Source: an optimization exercise on an open RTL-to-GDS flow (aim: small area and a short achievable clock period). Production flows keep margins and buffers that such runs may drop.
At most, simulation tests tie the RTL to the original design; equivalence was not proved.
Power figures rest on the tool's default switching activity, not on a simulated workload.

Design chan_decim, start of the top module:
module chan_decim (
    input  wire        clk,
    input  wire        rst,         
    input  wire        bit_valid,
    input  wire        bit_in,
    output wire        out_valid,
    output wire [39:0] out_v
);
==> flow/config.mk <==
export PLATFORM = sky130hd
export DESIGN_NAME = chan_decim
export DESIGN_NICKNAME = chan_decim
export VERILOG_FILES = /design/flow/design.v
export SDC_FILE = /design/flow/constraint.sdc
export NUM_CORES = 4
export LEC_CHECK = 0
export CAP_MARGIN = 20
export CORE_MARGIN = 2
export CORE_UTILIZATION = 70
export CTS_CLUSTER_DIAMETER = 50
export CTS_CLUSTER_SIZE = 20
export SLEW_MARGIN = 20
==> flow/constraint.sdc <==
create_clock -name core_clock -period 12.0 [get_ports {clk}]
set_input_delay 2.4000 -clock core_clock [delete_from_list [all_inputs] [get_ports {clk}]]
set_output_delay 2.4000 -clock core_clock [all_outputs]
set_load 0.01 [all_outputs]
standard.sh (not shown) runs the stock make flow with config.mk's settings and CLKGATE_MAP_FILE= SYNTH_SCRIPT=/design/flow/synth_recipe.tcl, a recipe that flattens the netlist after the stock synthesis.
==> flow/flow/run.sh <==
#!/bin/bash
# Standard layout (the standard.sh, standard synthesis unchanged) with
# timing repair aimed at a setup slack margin, so the resizer also works on
# paths that already meet the 12 ns clock. Output goes to flow_make.log.
set -euo pipefail
export SETUP_SLACK_MARGIN=8.3
bash standard.sh > flow_make.log 2>&1
==> next run, changes <==
- CTS_CLUSTER_DIAMETER: 50 -> 60
- CTS_CLUSTER_SIZE: 20 -> 24
Outcome:
- cell count fell by about 0.9%
- worst setup slack gains 79 ps
- worst hold slack loses 13 ps
- area after synthesis stays the same
- register-to-register slack gains 80 ps
- via count fell by about 1.7%
- power fell by about 5%
- utilization fell by 1.1 points
- clock skew rose by 15 ps
- die area does not change
- clock power fell by about 15%
==> next run, changes <==
--- a/flow/flow/run.sh
+++ b/flow/flow/run.sh
@@ -6 +6 @@
-export SETUP_SLACK_MARGIN=8.3
+export SETUP_SLACK_MARGIN=8.6
After rerunning:
- The changed run produced a clean layout
- setup slack improves by 26 ps
- total power increases by 2.0%
- design area rises by 2.1%
- flip-flop and latch count stays the same
- utilization rose by 1.6 points
- sequential share of layout area is lower by 1.2 points
- global-route usage rises by 0.77 points
- via count climbs by 0.63%
- area after synthesis stays the same

* * *

## job 4099
Starting RTL as in the previous note.
// chan_decim
module chan_decim (
    input  wire        clk,
    input  wire        rst,         
    input  wire        bit_valid,
    input  wire        bit_in,
    output wire        out_valid,
    output wire [39:0] out_v
);
==> flow/config.mk <==
export PLATFORM = sky130hd
export DESIGN_NAME = chan_decim
export DESIGN_NICKNAME = chan_decim
export VERILOG_FILES = /design/flow/design.v
export SDC_FILE = /design/flow/constraint.sdc
export NUM_CORES = 4
export LEC_CHECK = 0
export CAP_MARGIN = 20
export CORE_MARGIN = 2
export CORE_UTILIZATION = 70
export CTS_CLUSTER_DIAMETER = 60
export CTS_CLUSTER_SIZE = 28
export SLEW_MARGIN = 20
==> flow/constraint.sdc <==
create_clock -name core_clock -period 12.0 [get_ports {clk}]
set_input_delay 2.4000 -clock core_clock [delete_from_list [all_inputs] [get_ports {clk}]]
set_output_delay 2.4000 -clock core_clock [all_outputs]
set_load 0.01 [all_outputs]
==> flow/flow/run.sh <==
#!/bin/bash
# Standard layout (the standard.sh, standard synthesis unchanged) with
# timing repair aimed at a setup slack margin, so the resizer also works on
# paths that already meet the 12 ns clock. Output goes to flow_make.log.
set -euo pipefail
export SETUP_SLACK_MARGIN=8.3
bash standard.sh > flow_make.log 2>&1
The following lists how job 6486 was set up differently from job 4099:
diff --git a/flow/config.mk b/flow/config.mk
--- a/flow/config.mk
+++ b/flow/config.mk
@@ -9,5 +9,5 @@
 export CORE_MARGIN = 2
-export CORE_UTILIZATION = 70
+export CORE_UTILIZATION = 65
 export CTS_CLUSTER_DIAMETER = 60
-export CTS_CLUSTER_SIZE = 28
+export CTS_CLUSTER_SIZE = 24
 export SLEW_MARGIN = 20
==> comparison <==
Per the comparison of job 6486 with job 4099, switching power total went down; die area went up. The power number comes out higher for job 4099 vs job 6486. Job 6486 against job 4099: wire length on met1 now smaller; leakage power figure comparable; number of buffers and inverters on the critical path decreased by 1 relative to the old numbers.

* * *

Another version of the RTL of chan_decim (not shown whole).
For scale: roughly 45 I/O pins.
Settings: LEC_CHECK=0, ABC_CLOCK_PERIOD_IN_PS=3500, CAP_MARGIN=20, CORE_MARGIN=2, CORE_UTILIZATION=40, CTS_BUF_LIST=sky130_fd_sc_hd__clkbuf_4 sky130_fd_sc_hd__clkbuf_8, SLEW_MARGIN=20; clock period 12.0 ns.
run.sh (not shown) runs the stock make flow with config.mk's settings and CLKGATE_MAP_FILE= SYNTH_SCRIPT=/design/flow/synth_recipe.tcl, a recipe that flattens the netlist after the stock synthesis.
Stock flow here: none of the scripts above is used.
Then changed:
ABC_CLOCK_PERIOD_IN_PS = not set   (was 3500)
CTS_BUF_LIST = not set   (was sky130_fd_sc_hd__clkbuf_4 sky130_fd_sc_hd__clkbuf_8)
Worst setup slack got worse by 0.060 ns.
Power came out higher slightly.
Via count came out lower slightly.
Wire length came out lower slightly.
Hold slack improved by 0.034 ns.
Sequential cell count stays the same.

* * *

chan_decim, a different RTL version from the one above (not shown whole).
Size in the first run: ~4500 cells after synthesis, about 1900 flip-flops, about 45 I/O pins.
Design chan_decim, start of the top module:
module chan_decim (
    input  wire        clk,
    input  wire        rst,         
    input  wire        bit_valid,
    input  wire        bit_in,
    output wire        out_valid,
    output wire [39:0] out_v
);
clock: 12.0 ns
lec_check: 0
cap_margin: 20
core_margin: 2
core_utilization: 70
cts_cluster_diameter: 60
cts_cluster_size: 24
slew_margin: 20
standard.sh (not shown) runs the stock make flow with config.mk's settings and CLKGATE_MAP_FILE= SYNTH_SCRIPT=/design/flow/synth_recipe.tcl, a recipe that flattens the netlist after the stock synthesis.
==> flow/flow/run.sh <==
#!/bin/bash
# Standard layout (the standard.sh, standard synthesis unchanged) with
# timing repair aimed at a setup slack margin, so the resizer also works on
# paths that already meet the 12 ns clock, and with buf_4 port buffers.
# Output goes to flow_make.log; each tool also logs under orfs/logs.
set -euo pipefail
export SETUP_SLACK_MARGIN=8.6
export BUFFER_PORTS_ARGS="-buffer_cell sky130_fd_sc_hd__buf_4"
bash standard.sh > flow_make.log 2>&1
Then changed:
==> flow/flow/run.sh (replaced) <==
#!/bin/bash
# Standard layout (the standard.sh, standard synthesis unchanged) with
# timing repair aimed at a setup slack margin, so the resizer also works on
# paths that already meet the 12 ns clock. Output goes to flow_make.log.
set -euo pipefail
export SETUP_SLACK_MARGIN=8.6
bash standard.sh > flow_make.log 2>&1
Outcome:
- The changed run went through all stages and came out clean
- wire length barely changes
- power barely changes
- non-clock buffer count is unchanged
- sequential power shrinks slightly
Then changed:
--- a/flow/flow/run.sh
+++ b/flow/flow/run.sh
@@ -5,3 +5,3 @@
 set -euo pipefail
-export SETUP_SLACK_MARGIN=8.6
+export SETUP_SLACK_MARGIN=8.3
 bash standard.sh > flow_make.log 2>&1
Result: The new run finished with timing, DRC and antenna clean. Cell count fell by 1.1%. Clock power hardly moves. Clock-buffer cell count rose by 2. Worst setup slack degrades by 48 ps.
Then changed:
==> flow/flow/run.sh (replaced) <==
#!/bin/bash
# Standard layout (the standard.sh, standard synthesis unchanged) with
# timing repair aimed at a setup slack margin, so the resizer also works on
# paths that already meet the 12 ns clock, and with buf_4 port buffers.
# Output goes to flow_make.log; each tool also logs under orfs/logs.
set -euo pipefail
export SETUP_SLACK_MARGIN=8.3
export BUFFER_PORTS_ARGS="-buffer_cell sky130_fd_sc_hd__buf_4"
bash standard.sh > flow_make.log 2>&1
- worst setup slack gains 8.9 ps
- power drops slightly
- die area does not change
- worst hold slack degrades by 12 ps
- routed wire length drops by a few percent
- area after synthesis stays the same
- via count went down slightly
- sequential cell count stays the same
- sequential power hardly moves
- clock-buffer cell count rises by 1
- global-route usage goes down by 0.62 points
Then changed:
==> flow/flow/run.sh (replaced) <==
#!/bin/bash
# Standard layout (the standard.sh, standard synthesis unchanged) with
# timing repair aimed at a setup slack margin, so the resizer also works on
# paths that already meet the 12 ns clock. Output goes to flow_make.log.
set -euo pipefail
export SETUP_SLACK_MARGIN=8.3
bash standard.sh > flow_make.log 2>&1
--- a/flow/config.mk
+++ b/flow/config.mk
@@ -12,2 +12,3 @@
 export CTS_CLUSTER_SIZE = 24
+export GPL_ROUTABILITY_DRIVEN = 0
 export SLEW_MARGIN = 20
Sequential power hardly moves. Non-clock buffer count grows by 1. Total power shrinks by 0.49%. Hold slack got worse by 8.1 ps.
Then changed:
--- a/flow/config.mk
+++ b/flow/config.mk
@@ -9,6 +9,5 @@
 export CORE_MARGIN = 2
-export CORE_UTILIZATION = 70
+export CORE_UTILIZATION = 72
 export CTS_CLUSTER_DIAMETER = 60
 export CTS_CLUSTER_SIZE = 24
-export GPL_ROUTABILITY_DRIVEN = 0
 export SLEW_MARGIN = 20
=>
- The new run passed the timing, design-rule and antenna checks
- non-clock buffer count goes up by 5
- final area barely changes
- die area fell by a few percent
- routed wire length is higher by about a fifth
- sequential power hardly moves
- total power climbs slightly
- utilization climbs by 1.7 points
- worst hold slack gains 6.0 ps
- global-route usage rose by 3.6 points

* * *

Another version of the RTL of chan_decim (not shown whole).
Size: about 4500 cells after synthesis, about 1900 flip-flops, about 45 I/O pins.
// chan_decim
module chan_decim (
    input  wire        clk,
    input  wire        rst,         
    input  wire        bit_valid,
    input  wire        bit_in,
    output wire        out_valid,
    output wire [39:0] out_v
);
export LEC_CHECK = 0
export CAP_MARGIN = 20
export CORE_MARGIN = 2
export CORE_UTILIZATION = 70
export CTS_CLUSTER_DIAMETER = 60
export CTS_CLUSTER_SIZE = 24
export SLEW_MARGIN = 20
create_clock -name core_clock -period 12.0 [get_ports {clk}]
==> flow/flow/run.sh <==
#!/bin/bash
# Standard layout (the standard.sh, standard synthesis unchanged) with
# timing repair aimed at a setup slack margin, so the resizer also works on
# paths that already meet the 12 ns clock. Output goes to flow_make.log.
set -euo pipefail
export SETUP_SLACK_MARGIN=8.3
bash standard.sh > flow_make.log 2>&1
The starting point ran to the end with no violations.
Rerun with:
--- a/flow/flow/run.sh
+++ b/flow/flow/run.sh
@@ -4,4 +4,4 @@
 # paths that already meet the 12 ns clock. Output goes to flow_make.log.
 set -euo pipefail
-export SETUP_SLACK_MARGIN=8.3
+export SETUP_SLACK_MARGIN=8.1
 bash standard.sh > flow_make.log 2>&1
What happened:
- via count shrinks by 0.71%
- worst setup slack got worse by 39 ps
- final area went down by 0.70%
- total power came out lower by 1.1%
- die area stays the same
- register-to-register slack got worse by 40 ps
- area after synthesis does not change
- clock power rose by about 4%
- sequential power barely changes
- wire length decreases by 3.7%
No run of this note included a check of the RTL's function; only the layout flow was run.

-- afterwards: timing with drivers on the ports --
Ports are ideal in the flow. The routed layouts listed here were re-timed in OpenROAD. Step 1 (the two cells are an assumption about what drives the block):
set clk [get_ports {clk}]
set_driving_cell -lib_cell sky130_fd_sc_hd__clkbuf_16 $clk
set_driving_cell -lib_cell sky130_fd_sc_hd__buf_2 [delete_from_list [all_inputs] $clk]
Step 2, shift: input delay + t, output delay - t, t = (earliest + latest rising clock arrival at the registers) / 2. This alone moves slack from input paths to output paths. a / b / c = ideal / step 1 / step 2; a / b = the first two.
run | shift t [ns] | setup WS [ns] | hold WS [ns] | worst register clock-pin slew, ns
the first run of note 1 | 0.814 | 8.214 / 8.214 / 8.214 | 0.311 / 0.311 / 0.311 | 0.10 / 0.10
the second run of note 1 | 0.755 | 8.292 / 8.272 / 8.292 | 0.298 / 0.298 / 0.298 | 0.10 / 0.10
the third run of note 1 | 0.748 | 8.319 / 8.319 / 8.319 | 0.297 / 0.297 / 0.297 | 0.10 / 0.10
job 4099 | 0.743 | 8.268 / 8.268 / 8.268 | 0.296 / 0.296 / 0.296 | 0.11 / 0.11
job 6486 | 0.773 | 8.299 / 8.299 / 8.299 | 0.308 / 0.308 / 0.308 | 0.09 / 0.09
the first run of note 3 | 1.031 | 6.962 / 6.962 / 6.962 | 0.255 / 0.255 / 0.255 | 0.10 / 0.10
the second run of note 3 | 0.859 | 6.902 / 6.902 / 6.902 | 0.289 / 0.289 / 0.289 | 0.07 / 0.07
the first run of note 4 | 0.754 | 8.402 / 8.354 / 8.402 | 0.298 / 0.298 / 0.298 | 0.10 / 0.10
the second run of note 4 | 0.766 | 8.407 / 8.336 / 8.424 | 0.284 / 0.284 / 0.284 | 0.10 / 0.10
the third run of note 4 | 0.768 | 8.359 / 8.292 / 8.420 | 0.314 / 0.314 / 0.314 | 0.09 / 0.09
the fourth run of note 4 | 0.758 | 8.368 / 8.302 / 8.388 | 0.302 / 0.302 / 0.302 | 0.09 / 0.09
the fifth run of note 4 | 0.756 | 8.355 / 8.285 / 8.405 | 0.294 / 0.294 / 0.294 | 0.10 / 0.10
the sixth run of note 4 | 0.745 | 8.340 / 8.272 / 8.390 | 0.300 / 0.300 / 0.300 | 0.09 / 0.09
the first run of note 5 | 0.758 | 8.206 / 8.206 / 8.206 | 0.295 / 0.295 / 0.295 | 0.10 / 0.10
the second run of note 5 | 0.764 | 8.167 / 8.125 / 8.167 | 0.298 / 0.298 / 0.298 | 0.11 / 0.11
After both steps setup and hold are still met in every run listed.
